This design comes from an exercise in tuning for small area, a short achievable clock period and few clock cycles per item on the open sky130 flow, not from production work.
In this exercise RTL edits were held to simulation tests only and were not proved equivalent to the original.
Power and IR drop assume default switching activity.

==> module sha2_add_mux, before the edit <==
module sha2_add_mux (
    input  wire [63:0] x,
    input  wire [63:0] y,
    input  wire        sel,
    input  wire [63:0] alt,
    output wire [63:0] o
);
    reg [63:0] g, p, gn, pn;
    integer l, i, j;
    always @(*) begin
        g = x & y;
        p = x ^ y;
        for (l = 0; l < 6; l = l + 1) begin
            gn = g;
            pn = p;
            for (i = 0; i < 64; i = i + 1)
                if ((i >> l) & 1) begin
                    j = ((i >> l) << l) - 1;
                    gn[i] = g[i] | (p[i] & g[j]);
                    pn[i] = p[i] & p[j];
                end
            g = gn;
            p = pn;
        end
    end
    wire [63:0] h  = x ^ y;
    wire [63:0] c  = {g[62:0], 1'b0};
    wire [63:0] o0 = sel ? h : alt;
    wire [63:0] o1 = sel ? ~h : alt;
    assign o = (c & o1) | (~c & o0);
endmodule
clock: 12.0 ns
lec_check: 0
cap_margin: 20
core_margin: 2
core_utilization: 45
cts_cluster_diameter: 120
cts_cluster_size: 20
place_density: 0.55
slew_margin: 20
synth_memory_max_bits: 16384
tns_end_percent: 0
standard.sh (not shown) runs the stock make flow with config.mk's settings and CLKGATE_MAP_FILE= SYNTH_SCRIPT=/design/flow/synth_recipe.tcl, a recipe that flattens the netlist after the stock synthesis.
==> flow/flow/run.sh <==
#!/bin/bash
# Layout flow: the standard ORFS flow (standard.sh) with
#  - the port buffers that ORFS inserts made the smallest buffer, buf_1
#    (every input and output port still gets its own buffer).
# The SDC, clock period and all else are the standard flow's.
# The make output (every tool's log in turn) goes to flow_standard.log here;
# ORFS keeps each step's own log under orfs/logs/.
set -o pipefail
cd "$(dirname "$0")/.."
bash standard.sh SETUP_SLACK_MARGIN=8 TNS_END_PERCENT=0 \
    "BUFFER_PORTS_ARGS=-buffer_cell sky130_fd_sc_hd__buf_1" finish > flow_standard.log 2>&1
The first run completed without violations.
Testbench counts at the start, summed over its fixed seeds: cycles 107,884, items 1,420.
Change:
--- a/flow/design.v
+++ b/flow/design.v
@@ -331,5 +331,5 @@
 );
     reg [63:0] g, p, gn, pn;
-    integer l, i, j;
+    integer l, i;
     always @(*) begin
         g = x & y;
@@ -339,8 +339,7 @@
             pn = p;
             for (i = 0; i < 64; i = i + 1)
-                if ((i >> l) & 1) begin
-                    j = ((i >> l) << l) - 1;
-                    gn[i] = g[i] | (p[i] & g[j]);
-                    pn[i] = p[i] & p[j];
+                if (i >= (1 << l)) begin
+                    gn[i] = g[i] | (p[i] & g[i - (1 << l)]);
+                    pn[i] = p[i] & p[i - (1 << l)];
                 end
             g = gn;
=> The new run completed without violations; worst hold slack degrades by 0.023 ns; sequential cell count stays the same; wire length rises by 6.3%; non-clock buffer count rises by 38; power rises by 11%.
Testbench counts after the change, summed over its fixed seeds: cycles 107,884, items 1,420.

--- another note on this design; it stands on its own ---

## sha2_core
module sha2_core (
    input  wire         clk,
    input  wire         rst,         
    input  wire         in_valid,
    output reg          in_ready,
    input  wire [63:0]  in_data,
    input  wire         in_first,    
    input  wire [1:0]   in_mode,     
    output reg          out_valid,
    output wire [511:0] digest
);
    function [63:0] ivf;
        input       m256;
        input       m384;
        input [2:0] i;
        reg   [63:0] v512, v384;
        begin
            case (i)
                3'd0: begin v512 = 64'h6a09e667f3bcc908; v384 = 64'hcbbb9d5dc1059ed8; end
                3'd1: begin v512 = 64'hbb67ae8584caa73b; v384 = 64'h629a292a367cd507; end
                3'd2: begin v512 = 64'h3c6ef372fe94f82b; v384 = 64'h9159015a3070dd17; end
                3'd3: begin v512 = 64'ha54ff53a5f1d36f1; v384 = 64'h152fecd8f70e5939; end
                3'd4: begin v512 = 64'h510e527fade682d1; v384 = 64'h67332667ffc00b31; end
                3'd5: begin v512 = 64'h9b05688c2b3e6c1f; v384 = 64'h8eb44a8768581511; end
                3'd6: begin v512 = 64'h1f83d9abfb41bd6b; v384 = 64'hdb0c2e0d64f98fa7; end
                default: begin v512 = 64'h5be0cd19137e2179; v384 = 64'h47b5481dbefa4fa4; end
            endcase
            if (m384)
                ivf = v384;
            else if (m256)
                ivf = {v512[63:32], v512[63:32]};
            else
                ivf = v512;
        end
    endfunction
    function [63:0] ivsel;
        input       m256;
        input       m384;
        input [3:0] oh;
        input       hi;
        integer     j;
        begin
            ivsel = 64'd0;
            for (j = 0; j < 4; j = j + 1)
                if (oh[j])
  ...
Size in the first run: about 9800 cells after synthesis, ~2100 flip-flops, roughly 120000 sq um of cells after synthesis.
Settings: LEC_CHECK=0, CAP_MARGIN=20, CORE_MARGIN=2, CORE_UTILIZATION=45, CTS_CLUSTER_DIAMETER=100, CTS_CLUSTER_SIZE=20, PLACE_DENSITY=0.65, SLEW_MARGIN=20, SYNTH_MEMORY_MAX_BITS=16384, TNS_END_PERCENT=0; clock period 12.0 ns.
standard.sh (not shown) runs the stock make flow with config.mk's settings and CLKGATE_MAP_FILE= SYNTH_SCRIPT=/design/flow/synth_recipe.tcl, a recipe that flattens the netlist after the stock synthesis.
==> flow/flow/run.sh <==
#!/bin/bash
# Layout flow: the standard ORFS flow (standard.sh) with
#  - the port buffers that ORFS inserts made the smallest buffer, buf_1
#    (every input and output port still gets its own buffer).
# The SDC, clock period and all else are the standard flow's.
# The make output (every tool's log in turn) goes to flow_standard.log here;
# ORFS keeps each step's own log under orfs/logs/.
set -o pipefail
cd "$(dirname "$0")/.."
bash standard.sh SETUP_SLACK_MARGIN=8 TNS_END_PERCENT=0 \
    "BUFFER_PORTS_ARGS=-buffer_cell sky130_fd_sc_hd__buf_1" finish > flow_standard.log 2>&1
Testbench counts at the start, summed over its fixed seeds: cycles 107,884, items 1,420.
Change:
==> flow/flow/run.sh (replaced) <==
#!/bin/bash
set -o pipefail
cd "$(dirname "$0")/.."
bash standard.sh SETUP_SLACK_MARGIN=8 TNS_END_PERCENT=0 finish > flow_standard.log 2>&1
Settings changed: CTS_CLUSTER_DIAMETER 100 to not set, CTS_CLUSTER_SIZE 20 to not set, PLACE_DENSITY 0.65 to 0.55.
Effect:
- The new run passed the timing, design-rule and antenna checks
- final area rose by 4.9%
- register-to-register slack loses 0.099 ns
- sequential share of layout area shrinks by 2.2 points
- flip-flop and latch count stays the same

[what the ideal ports hide]
Ports are ideal in the flow. The routed layouts listed here were re-timed in OpenROAD.
Step 1, drivers: a clkbuf_16 drives clk and a buf_2 each remaining input, both assumed.
Step 2 moves the port delays by t, midway between the first and last clock arrival at a register: inputs arrive t later, outputs are due t later. That takes back most of the time a late clock gives input paths.
a / b / c = ideal / step 1 / step 2; a / b = the first two.
| run | shift t [ns] | slack for setup (ns) | worst setup path after step 2 | cell pins on the clock port's net |
|---|---|---|---|---|
| the first run of note 1 | 1.009 | 6.166 / 6.166 / 5.397 | input to register | 1 |
| the second run of note 1 | 0.980 | 6.314 / 6.314 / 5.490 | input to register | 1 |
| the first run of note 2 | 0.943 | 6.226 / 6.226 / 5.459 | input to register | 1 |
| the second run of note 2 | 1.029 | 6.126 / 6.126 / 5.224 | input to register | 1 |
After both steps setup and hold are still met in every run listed. The setup slack of the second run of note 2, which loses most, moves by 0.000 ns with the drivers and by -0.902 ns with both steps.
